Background: an optimization exercise with open tools, aiming at small area, a short achievable clock period and few clock cycles per item. Do not read the settings as production practice. At most, simulation tests tie the RTL to the original design; equivalence was not proved. No activity file was given, so power comes from the tool's default toggle rates.

==> flow/design.v (excerpt) <==
module pwm_minp (
    input  wire        clk,
    input  wire        rst,
    input  wire        in_valid,
    output wire        in_ready,
    input  wire [18:0] in_per,
    input  wire [13:0] in_dly_r,
    input  wire [13:0] in_dly_f,
    input  wire [10:0] in_duty_max,
    input  wire        in_clamp,
    input  wire        in_clear,
    input  wire [7:0]  in_ls,
    input  wire [75:0] in_h,
    input  wire [3:0]  in_centre,
    output reg         out_valid,
    output reg  [7:0]  out_ls,
    output reg  [75:0] out_on,
    output reg  [75:0] out_off,
    output reg  [3:0]  out_drop,
    output reg  [3:0]  out_raise
);
Size in the first run: ~6200 cells after synthesis, ~50000 um^2 of cells after synthesis.
Settings: LEC_CHECK=0, ABC_AREA=1, CAP_MARGIN=20, CORE_MARGIN=2, CORE_UTILIZATION=40, CTS_CLUSTER_DIAMETER=120, CTS_CLUSTER_SIZE=25, SLEW_MARGIN=30; clock period 26.0 ns.
standard.sh (not shown) runs the stock make flow with config.mk's settings and CLKGATE_MAP_FILE= SYNTH_SCRIPT=/design/flow/synth_recipe.tcl, a recipe that flattens the netlist after the stock synthesis.
==> flow/flow/run.sh <==
#!/bin/bash
# The standard layout, with every port buffered by a buf_1 instead of the
# buffer_ports default, and timing repair aiming at 19.9 ns of setup slack.
set -euo pipefail
export BUFFER_PORTS_ARGS="-buffer_cell sky130_fd_sc_hd__buf_1"
export SETUP_SLACK_MARGIN=19.9
bash standard.sh > standard.log 2>&1
Testbench counts at the start, summed over its fixed seeds: cycles 32,032, items 32,000.
Rerun with:
--- a/flow/flow/run.sh
+++ b/flow/flow/run.sh
@@ -3 +3 @@
-# buffer_ports default, and timing repair aiming at 19.9 ns of setup slack.
+# buffer_ports default, and timing repair aiming at 19.5 ns of setup slack.
@@ -6 +6 @@
-export SETUP_SLACK_MARGIN=19.9
+export SETUP_SLACK_MARGIN=19.5
Settings changed: CAP_MARGIN 20 to 30, SLEW_MARGIN 30 to 50.
Wire length goes down by 1.3%.
Total power goes down by about 3.4%.
Via count barely changes.
Synthesized cell count stays the same.
Setup slack gets worse by 0.048 ns.
Register-to-register slack gets worse by 0.32 ns.
Rerun with:
==> flow/flow/run.sh (replaced) <==
#!/bin/bash
# The standard layout, with every port buffered by a buf_2 instead of the
# buffer_ports default, and timing repair aiming at 19.5 ns of setup slack.
set -euo pipefail
export BUFFER_PORTS_ARGS="-buffer_cell sky130_fd_sc_hd__buf_2"
export SETUP_SLACK_MARGIN=19.5
bash standard.sh > standard.log 2>&1
Settings changed: CAP_MARGIN 30 to 50, CORE_UTILIZATION 40 to 55, SLEW_MARGIN 50 to 70.
Worst setup slack gains 0.035 ns. Via count increases by 0.77%. Final area increases by 0.55%. Cell count decreases by 5.4%. Synthesized cell count does not change. Critical path depth is unchanged. Register-to-register slack gains 0.05 ns. Count of clock-buffer cells in the layout increases by 2. Worst hold slack loses 0.0082 ns.
Rerun with:
Settings changed: CORE_UTILIZATION 55 to 40.
The new run finished with timing, DRC and antenna clean; synthesized cell count does not change; clock power climbs by 5.1%; maximum frequency hardly moves; total power climbs by 0.81%; cell count climbs by 5.8%.
Rerun with:
==> flow/flow/run.sh (replaced) <==
#!/bin/bash
# The standard layout, with every port buffered by a buf_1 instead of the
# buffer_ports default, and timing repair aiming at 19.5 ns of setup slack.
set -euo pipefail
export BUFFER_PORTS_ARGS="-buffer_cell sky130_fd_sc_hd__buf_1"
export SETUP_SLACK_MARGIN=19.5
bash standard.sh > standard.log 2>&1
Settings changed: CAP_MARGIN 50 to 20, GPL_TIMING_DRIVEN set to 0, SLEW_MARGIN 70 to 30.
=> Die area stays the same. Global-route usage is higher by 0.14 points. Fmax is lower slightly. Power is lower slightly. Routed wire length is higher slightly.
Rerun with:
==> flow/flow/run.sh (replaced) <==
#!/bin/bash
# The standard layout, with every port buffered by a buf_2 instead of the
# buffer_ports default, and timing repair aiming at 19.5 ns of setup slack.
set -euo pipefail
export BUFFER_PORTS_ARGS="-buffer_cell sky130_fd_sc_hd__buf_2"
export SETUP_SLACK_MARGIN=19.5
bash standard.sh > standard.log 2>&1
Settings changed: ABC_AREA 1 to 0, CAP_MARGIN 20 to 50, CTS_CLUSTER_DIAMETER 120 to 100, CTS_CLUSTER_SIZE 25 to 20, GPL_TIMING_DRIVEN 0 to unset, SLEW_MARGIN 30 to 70.
After rerunning:
- The new run ran to the end with no violations
- maximum frequency rises slightly
- total power rose by a few percent
- design area rises by a few percent
- worst hold slack is about the same
- global-route usage shrinks by 1.4 points
- count of clock-buffer cells in the layout came out higher by 10
- setup slack gains 0.026 ns
- first-iteration DRC count shrinks by about a fifth
- sequential share of layout area came out lower by 0.35 points
- sequential power goes up by a few percent

---

pwm_minp, a different RTL version from the one above (not shown whole).
Size: ~700 flip-flops.
clock: 26.0 ns
lec_check: 0
abc_area: 1
cap_margin: 75
core_margin: 2
core_utilization: 40
slew_margin: 85
run.sh (not shown) runs the stock make flow with config.mk's settings and CLKGATE_MAP_FILE= SYNTH_SCRIPT=/design/flow/synth_recipe.tcl, a recipe that flattens the netlist after the stock synthesis.
Stock flow here: none of the scripts above is used.
The first run went through all stages and came out clean.
Next try:
CAP_MARGIN = 50   (was 75)
SLEW_MARGIN = 70   (was 85)
What happened:
- The changed run went through all stages and came out clean
- total power decreases by about 8%
- count of clock-buffer cells in the layout falls by 6
- sequential power hardly moves
- synthesized area does not change
- fmax went down by about 0.5%
- via count shrinks by 2.3%
No run of this note included a check of the RTL's function; only the layout flow was run.

---

blue:
RTL: one of the versions met above, not the one the previous note started from.
Size: ~6200 cells after synthesis, ~700 flip-flops, about 320 I/O pins.
export LEC_CHECK = 0
export ABC_AREA = 1
export CAP_MARGIN = 50
export CORE_MARGIN = 2
export CORE_UTILIZATION = 40
export CTS_CLUSTER_DIAMETER = 100
export CTS_CLUSTER_SIZE = 20
export SLEW_MARGIN = 70
create_clock -name core_clock -period 26.0 [get_ports {clk}]
standard.sh (not shown) runs the stock make flow with config.mk's settings and CLKGATE_MAP_FILE= SYNTH_SCRIPT=/design/flow/synth_recipe.tcl, a recipe that flattens the netlist after the stock synthesis.
==> flow/flow/run.sh <==
#!/bin/bash
# The standard layout, with every port buffered by a buf_2 instead of the
# buffer_ports default, and timing repair aiming at 19.5 ns of setup slack.
set -euo pipefail
export BUFFER_PORTS_ARGS="-buffer_cell sky130_fd_sc_hd__buf_2"
export SETUP_SLACK_MARGIN=19.5
bash standard.sh > standard.log 2>&1
blue: PASS, flow complete, no timing, DRC or antenna violations
Testbench counts of blue, summed over its fixed seeds: cycles 32,032, items 32,000.
#### Input delta (orange over blue)
Settings: putting SETUP_SLACK_MARGIN at 5 where nothing was set; swapping 20 for 25 in CTS_CLUSTER_SIZE; swapping 100 for 120 in CTS_CLUSTER_DIAMETER.
==> flow/run.sh (new file) <==
#!/bin/bash
# synth_recipe.tcl (not shown) runs the flow's synth.tcl, then flattens the netlist and writes it again
# the make line also repeats each setting of config.mk as NAME=value (left out here)
make -C /OpenROAD-flow-scripts/flow DESIGN_CONFIG=/design/flow/config.mk WORK_HOME=/design/flow/orfs CLKGATE_MAP_FILE= SYNTH_SCRIPT=/design/flow/synth_recipe.tcl finish
removed: flow/flow/run.sh
removed: flow/standard.sh
## What came out
Summary of orange over blue: power consumption lost 33 µW; worst-case hold slack down 0.0034 ns; area of the multi-input gates fell by 0.48%; clock-buffer cell count went down.

---

== willow ==
The RTL this note starts from:
==> flow/design.v <==
module pwm_minp (
    input  wire        clk,
    input  wire        rst,
    input  wire        in_valid,
    output wire        in_ready,
    input  wire [18:0] in_per,
    input  wire [13:0] in_dly_r,
    input  wire [13:0] in_dly_f,
    input  wire [10:0] in_duty_max,
    input  wire        in_clamp,
    input  wire        in_clear,
    input  wire [7:0]  in_ls,
    input  wire [75:0] in_h,
    input  wire [3:0]  in_centre,
    output reg         out_valid,
    output reg  [7:0]  out_ls,
    output reg  [75:0] out_on,
    output reg  [75:0] out_off,
    output reg  [3:0]  out_drop,
    output reg  [3:0]  out_raise
);
    assign in_ready = 1'b1;
    reg        s0_valid;
    reg [18:0] s0_per;
    reg [13:0] s0_dly_r, s0_dly_f;
    reg [10:0] s0_duty_max;
    reg        s0_clamp, s0_clear;
    reg [7:0]  s0_ls;
    reg [75:0] s0_h;
    reg [3:0]  s0_centre;
    always @(posedge clk) begin
        s0_valid    <= in_valid & ~rst;
        s0_per      <= in_per;
        s0_dly_r    <= in_dly_r;
        s0_dly_f    <= in_dly_f;
        s0_duty_max <= in_duty_max;
        s0_clamp    <= in_clamp;
        s0_clear    <= in_clear;
        s0_ls       <= in_ls;
        s0_h        <= in_h;
        s0_centre   <= in_centre;
    end
    wire [18:0] duty_hi;
    pwm_minp_mul u_mul (.d(s0_duty_max[9:0]), .p(s0_per), .y(duty_hi));
    wire [14:0] thr_h0    = 15'd2000 + s0_dly_r;
    wire [14:0] thr_l0    = 15'd2000 + s0_dly_f;
    wire [18:0] pmt0      = s0_per - thr_l0;
    reg        s1_valid;
    reg [18:0] s1_per, s1_max_h, s1_pmt;
    reg [14:0] s1_thr_h;
    reg        s1_full, s1_clamp;
    reg [7:0]  s1_ls;
    reg [75:0] s1_h;
    reg [3:0]  s1_centre;
    always @(posedge clk) begin
        s1_valid  <= s0_valid & ~rst;
        s1_per    <= s0_per;
        s1_max_h  <= duty_hi | (s0_duty_max[10] ? s0_per : 19'd0);
        s1_pmt    <= pmt0;
        s1_thr_h  <= thr_h0;
        s1_full   <= s0_duty_max[10];
        s1_clamp  <= s0_clamp;
        s1_ls     <= s0_ls;
        s1_h      <= s0_h;
        s1_centre <= s0_centre;
    end
    reg [18:0] cv [0:3];         
    reg [3:0]  cf_low;           
    reg [18:0] per_c;            
    reg rst_q;
    always @(posedge clk) rst_q <= rst;
    always @(posedge clk)
        if (s1_valid) per_c <= s1_per;
    wire c_zero = rst_q | (s0_valid & s0_clear);
    reg        s2_valid;
    reg [18:0] s2_per;
    reg [7:0]  s2_ls;
    reg [75:0] s2_h;
    reg [3:0]  s2_centre, s2_drop, s2_raise;
    genvar l;
    generate
        for (l = 0; l < 4; l = l + 1) begin : g_leg
            wire [18:0] h   = s1_h[19*l +: 19];
            wire        sw  = (s1_ls[2*l +: 2] == 2'd0);
            wire [18:0] v   = cv[l];
            wire        f   = cf_low[l];
            wire r_nz    = |h;
            wire r_sh    = r_nz & (h[18:15] == 4'd0) & (h[14:0] < s1_thr_h);
            wire r_isper = (h == s1_per);
            wire r_sl    = (h > s1_pmt) & ~r_isper;
            wire [19:0] x0 = {1'b0, h};
            wire [19:0] x1 = {1'b0, v};
            wire [19:0] x2 = f ? {1'b1, ~per_c} : 20'd0;
            wire [19:0] cs_s = x0 ^ x1 ^ x2;
            wire [19:0] cs_c = (x0 & x1) | (x0 & x2) | (x1 & x2);
            wire [19:0] hc;
            add_bk #(20) u_hc (.a(cs_s), .b({cs_c[18:0], f}), .ci(1'b0), .s(hc), .co());
            wire neg  = hc[19];
            wire over = ~neg & (hc[18:0] > s1_max_h);
            wire nz_c    = ~neg & (|hc[18:0]);
            wire sh_c    = nz_c & (hc[18:15] == 4'd0) & (hc[14:0] < s1_thr_h);
            wire isper_c = ~neg & (hc[18:0] == s1_per);
            wire sl_c    = ~neg & (hc[18:0] > s1_pmt) & ~isper_c;
            wire nz    = over ? r_nz    : nz_c;
            wire sh    = over ? r_sh    : sh_c;
            wire isper = over ? r_isper : isper_c;
            wire sl    = over ? r_sl    : sl_c;
            wire cf    = s1_clamp | over;
            wire dropH  = sh & ~cf;
            wire raiseH = sh & cf;
            wire dropL  = sl & ~cf & s1_full;
            wire raiseL = sl & ~(~cf & s1_full);
            wire [18:0] h1 = over ? h : (neg ? 19'd0 : hc[18:0]);
            wire [18:0] h3 = raiseH ? {4'd0, s1_thr_h} : raiseL ? s1_pmt : h1;
            wire isLow  = ~nz | dropH;
            wire isHigh = isper | dropL;
            always @(posedge clk) begin
                if (c_zero) begin
                    cv[l]     <= 19'd0;
                    cf_low[l] <= 1'b0;
                end else if (s1_valid) begin
                    cv[l]     <= (sw & (dropH | dropL)) ? hc[18:0] : 19'd0;
                    cf_low[l] <= sw & dropL;
                end
            end
            always @(posedge clk) begin
                s2_h[19*l +: 19] <= h3;
                s2_ls[2*l +: 2]  <= ~sw ? s1_ls[2*l +: 2] : isLow ? 2'd1 : isHigh ? 2'd2 : 2'd0;
                s2_drop[l]       <= sw & (dropH | dropL);
                s2_raise[l]      <= sw & (raiseH | raiseL);
            end
        end
    endgenerate
    always @(posedge clk) begin
        s2_valid  <= s1_valid & ~rst;
        s2_per    <= s1_per;
        s2_centre <= s1_centre;
    end
    wire [19:0] per1 = {1'b0, s2_per} + 20'd1;
    generate
        for (l = 0; l < 4; l = l + 1) begin : g_place
            wire [18:0] h3  = s2_h[19*l +: 19];
            wire [1:0]  ls  = s2_ls[2*l +: 2];
            wire [19:0] a   = s2_centre[l] ? per1 : {s2_per, 1'b0};
            wire [19:0] b   = s2_centre[l] ? per1 : 20'd0;
            wire [19:0] son, sof;
            add_bk #(20) u_on  (.a(a), .b({1'b1, ~h3}), .ci(1'b1), .s(son), .co());
            add_bk #(20) u_off (.a(b), .b({1'b0, h3}),  .ci(1'b0), .s(sof), .co());
            always @(posedge clk) begin
                out_ls[2*l +: 2]    <= ls;
                out_on[19*l +: 19]  <= (ls == 2'd0) ? son[19:1] : 19'd0;
                out_off[19*l +: 19] <= (ls == 2'd0) ? sof[19:1] : (ls == 2'd2) ? s2_per : 19'd0;
            end
        end
    endgenerate
    always @(posedge clk) begin
        out_valid <= s2_valid & ~rst;
        out_drop  <= s2_drop;
        out_raise <= s2_raise;
    end
endmodule
module pwm_minp_mul (input [9:0] d, input [18:0] p, output [18:0] y);
    wire [28:0] r [0:9];
    genvar i;
    generate for (i = 0; i < 10; i = i + 1) begin : g_pp
        assign r[i] = d[i] ? ({10'd0, p} << i) : 29'd0;
    end endgenerate
    wire [28:0] a1, b1, a2, b2, a3, b3;      
    pwm_minp_csa29 l1a (r[0], r[1], r[2], a1, b1);
    pwm_minp_csa29 l1b (r[3], r[4], r[5], a2, b2);
    pwm_minp_csa29 l1c (r[6], r[7], r[8], a3, b3);
    wire [28:0] a4, b4, a5, b5;              
    pwm_minp_csa29 l2a (a1, b1, a2, a4, b4);
    pwm_minp_csa29 l2b (b2, a3, b3, a5, b5);
    wire [28:0] a6, b6;                      
    pwm_minp_csa29 l3a (a4, b4, a5, a6, b6);
    wire [28:0] a7, b7;                      
    pwm_minp_csa29 l4a (a6, b6, b5, a7, b7);
    wire [28:0] a8, b8;                      
    pwm_minp_csa29 l5a (a7, b7, r[9], a8, b8);
    wire [28:0] sum;
    add_bk #(29) fin (.a(a8), .b(b8), .ci(1'b0), .s(sum), .co());
    assign y = sum[28:10];
endmodule
module pwm_minp_csa29 (input [28:0] x, y, z, output [28:0] s, output [28:0] c);
    assign s = x ^ y ^ z;
    assign c = {(x[27:0] & y[27:0]) | (x[27:0] & z[27:0]) | (y[27:0] & z[27:0]), 1'b0};
endmodule
module add_bk #(parameter W = 20) (
    input  wire [W-1:0] a,
    input  wire [W-1:0] b,
    input  wire         ci,
    output wire [W-1:0] s,
    output wire         co
);
    localparam LG = (W <= 2) ? 1 : (W <= 4) ? 2 : (W <= 8) ? 3 : (W <= 16) ? 4 : (W <= 32) ? 5 : 6;
    reg [W-1:0] g, p;
    reg [W:0]   c;
    integer i, d;
    wire [W-1:0] p0 = a ^ b;
    wire [W-1:0] g0 = a & b;
    always @* begin
        g = g0;
        p = p0;
        g[0] = g[0] | (p[0] & ci);
        for (d = 1; d < (1 << LG); d = d * 2)
            for (i = 2*d - 1; i < W; i = i + 2*d) begin
                g[i] = g[i] | (p[i] & g[i-d]);
                p[i] = p[i] & p[i-d];
            end
        for (d = (1 << (LG - 1)) / 2; d >= 1; d = d / 2)
            for (i = 3*d - 1; i < W; i = i + 2*d) begin
                g[i] = g[i] | (p[i] & g[i-d]);
                p[i] = p[i] & p[i-d];
            end
        c[0] = ci;
        for (i = 0; i < W; i = i + 1) c[i+1] = g[i];
    end
    assign s  = p0 ^ c[W-1:0];
    assign co = c[W];
endmodule
export LEC_CHECK = 0
export ABC_AREA = 1
export CAP_MARGIN = 20
export CORE_MARGIN = 2
export CORE_UTILIZATION = 40
export CTS_CLUSTER_DIAMETER = 100
export CTS_CLUSTER_SIZE = 30
export SLEW_MARGIN = 30
create_clock -name core_clock -period 26.0 [get_ports {clk}]
==> flow/flow/run.sh <==
#!/bin/bash
# The standard layout, with every port buffered by a buf_1 instead of the
# buffer_ports default, and timing repair aiming at 19.5 ns of setup slack.
set -euo pipefail
export BUFFER_PORTS_ARGS="-buffer_cell sky130_fd_sc_hd__buf_1"
export SETUP_SLACK_MARGIN=19.5
bash standard.sh > standard.log 2>&1
Testbench counts of willow, summed over its fixed seeds: cycles 32,032, items 32,000.
#### Input delta (cedar over willow)
==> flow/flow/run.sh <==
#!/bin/bash
# The standard layout, with every port buffered by a buf_2 instead of the
# buffer_ports default, and timing repair aiming at 19.5 ns of setup slack.
set -euo pipefail
export BUFFER_PORTS_ARGS="-buffer_cell sky130_fd_sc_hd__buf_2"
export SETUP_SLACK_MARGIN=19.5
bash standard.sh > standard.log 2>&1
-- flow/config.mk --
<<< willow, line 8
export ABC_AREA = 1
export CAP_MARGIN = 20
export CORE_MARGIN = 2
export CORE_UTILIZATION = 40
export CTS_CLUSTER_DIAMETER = 100
export CTS_CLUSTER_SIZE = 30
export SLEW_MARGIN = 30
>>> cedar, line 8
export ABC_AREA = 1
export CAP_MARGIN = 50
export CORE_MARGIN = 2
export CORE_UTILIZATION = 40
export CTS_BUF_LIST = sky130_fd_sc_hd__clkbuf_8
export SLEW_MARGIN = 70
==> summary.txt <==
Compared with willow, cedar shows a lower fraction of standard cell area that is sequential.
Diff cedar..willow | post-synthesis share of cell area spent on xor and xnor gates | unchanged
willow → cedar: multi-input logic cell count ~0 delta, total net switching power +92 uW.
Inputs modified between cedar and quartz:
==> flow/flow/run.sh <==
#!/bin/bash
# The standard layout, with every port buffered by a buf_1 instead of the
# buffer_ports default, and timing repair aiming at 19.5 ns of setup slack.
set -euo pipefail
export BUFFER_PORTS_ARGS="-buffer_cell sky130_fd_sc_hd__buf_1"
export SETUP_SLACK_MARGIN=19.5
bash standard.sh > standard.log 2>&1
-- flow/config.mk --
<<< cedar, line 8
export ABC_AREA = 1
export CAP_MARGIN = 50
export CORE_MARGIN = 2
export CORE_UTILIZATION = 40
export CTS_BUF_LIST = sky130_fd_sc_hd__clkbuf_8
export SLEW_MARGIN = 70
>>> quartz, line 8
export ABC_AREA = 1
export CAP_MARGIN = 30
export CORE_MARGIN = 2
export CORE_UTILIZATION = 55
export CTS_CLUSTER_DIAMETER = 100
export CTS_CLUSTER_SIZE = 20
export SLEW_MARGIN = 50
==> summary.txt <==
Critical-path cell with the highest stage delay = sky130_fd_sc_hd__dfxtp_1: quartz; critical-path cell with the highest stage delay = sky130_fd_sc_hd__dfxtp_2: cedar
[diff] clock skew, quartz relative to cedar: improvement
| largest stage delay on the critical path | quartz vs cedar | 0.04 ns higher |
Going from cedar to quartz, post-layout utilization of the core rose by 13 points, final net count fell by about 1.3%, actual transition at the worst max-transition pin rose by 0.35 ns, non-clock buffer count fell by 31, final period demand of the worst path fell by 0.13 ns.
cedar → quartz: total power consumption of the routed design saw a decrease, routed length on met2 went down 6300 um.
Modified inputs, ember compared to quartz
-- flow/config.mk --
<<< quartz, line 8
export ABC_AREA = 1
export CAP_MARGIN = 30
export CORE_MARGIN = 2
export CORE_UTILIZATION = 55
export CTS_CLUSTER_DIAMETER = 100
export CTS_CLUSTER_SIZE = 20
export SLEW_MARGIN = 50
>>> ember, line 8
export ABC_AREA = 1
export CAP_MARGIN = 10
export CORE_MARGIN = 2
export CORE_UTILIZATION = 40
export CTS_CLUSTER_DIAMETER = 120
export CTS_CLUSTER_SIZE = 25
export SLEW_MARGIN = 10
Findings:
ember | status: complete | timing, DRC, antenna: pass. Worst-margin pin slew was lower in quartz than in ember. Summary of ember over quartz: count of clock-buffer cells in the layout shows a reduction of 7, number of vias per cell now sits lower, total routed wirelength grew by 7.2%. ember vs quartz: proportion of cell area occupied by registers down in ember. Stage delay of the slowest cell on the critical path across ember and quartz: no real change. Per the comparison of ember with quartz, setup skew after layout now sits higher, post-cts sizing count up 12, via count has decreased. ember vs quartz, global routing met3 resource utilization went down by 3.2 points. As far as area after synthesis goes, ember and quartz are indistinguishable; the numbers are identical.
The inputs of zinc differ from those of ember as listed below.
-- flow/config.mk --
<<< ember, line 8
export ABC_AREA = 1
export CAP_MARGIN = 10
export CORE_MARGIN = 2
>>> zinc, line 8
export ABC_AREA = 1
export CAP_MARGIN = 20
export CORE_MARGIN = 2
<<< ember, line 13
export CTS_CLUSTER_SIZE = 25
export SLEW_MARGIN = 10
>>> zinc, line 13
export CTS_CLUSTER_SIZE = 25
export SLEW_MARGIN = 30
Findings:
Diff ember..zinc | final-layout non-clock buffer area share | negligible. Between ember and zinc, the hold slack figures differ only marginally. | number of clock-tree buffers in the layout | zinc vs ember | about 7% higher |.
--- input diff zinc..delta ---
==> flow/flow/run.sh <==
#!/bin/bash
# The standard layout, with every port buffered by a buf_1 instead of the
# buffer_ports default, and timing repair aiming at 19.7 ns of setup slack.
set -euo pipefail
export BUFFER_PORTS_ARGS="-buffer_cell sky130_fd_sc_hd__buf_1"
export SETUP_SLACK_MARGIN=19.7
bash standard.sh > standard.log 2>&1
- Multi-input combinational area share in delta is 0.98 points lower than in zinc
- Re share of synthesized cell area in full adder, half adder and majority cells: no difference whatsoever between delta and zinc.
- delta: all stages complete, timing, DRC and antenna checks passed
- delta vs zinc — total power rose 99 uW.
- Setup skew after layout: delta > zinc
- Maximum resistive drop on vdd is lower on zinc
- delta has final wirelength above what zinc had.
- Higher count of antenna diodes in the layout was reported by zinc, not delta.

==> re-timing with driven ports <==
In the flow no input, the clock included, has a driving cell. The finished layouts below were timed again as built, in two steps.
Step 1 sets driving cells, clkbuf_16 on the clock port and buf_2 on the other inputs (assumed; they add their load-dependent delay and slew).
Step 2 adds t to the input delays and takes it off the output delays; t is the mean of the earliest and latest rising clock arrival at the registers after step 1. Input paths then give back, and output paths get back, about the clock's delay inside the block.
Three values: ideal, step 1, step 2; two values: the first two.
| run | shift t [ns] | slack for setup (ns) | latest minus earliest clock arrival (ns) | pins driven straight from the clock port |
|---|---|---|---|---|
| the first run of note 1 | 0.738 | 19.618 / 19.543 / 20.099 | 0.054 / 0.055 | 1 |
| the second run of note 1 | 0.722 | 19.570 / 19.495 / 19.782 | 0.044 / 0.044 | 1 |
| the third run of note 1 | 0.728 | 19.605 / 19.531 / 19.825 | 0.045 / 0.045 | 1 |
| the fourth run of note 1 | 0.724 | 19.590 / 19.516 / 19.657 | 0.031 / 0.031 | 1 |
| the fifth run of note 1 | 0.722 | 19.562 / 19.485 / 19.684 | 0.033 / 0.033 | 1 |
| the sixth run of note 1 | 0.738 | 19.588 / 19.543 / 19.588 | 0.045 / 0.045 | 1 |
| the first run of note 2 | 0.792 | 19.055 / 18.979 / 19.085 | 0.046 / 0.047 | 1 |
| the second run of note 2 | 0.795 | 19.022 / 18.945 / 19.161 | 0.047 / 0.047 | 1 |
| blue | 0.742 | 19.550 / 19.477 / 19.720 | 0.030 / 0.030 | 1 |
| orange | 0.732 | 19.117 / 19.094 / 19.117 | 0.044 / 0.044 | 1 |
| willow | 0.724 | 19.561 / 19.487 / 19.846 | 0.053 / 0.053 | 1 |
| cedar | 0.978 | 19.412 / 19.341 / 19.712 | 0.068 / 0.067 | 1 |
| quartz | 0.756 | 19.543 / 19.468 / 19.772 | 0.047 / 0.047 | 1 |
| ember | 0.738 | 19.553 / 19.477 / 19.872 | 0.044 / 0.044 | 1 |
| zinc | 0.740 | 19.556 / 19.480 / 19.810 | 0.054 / 0.055 | 1 |
| delta | 0.738 | 19.630 / 19.553 / 19.939 | 0.056 / 0.056 | 1 |
After both steps every run listed still meets setup and hold.
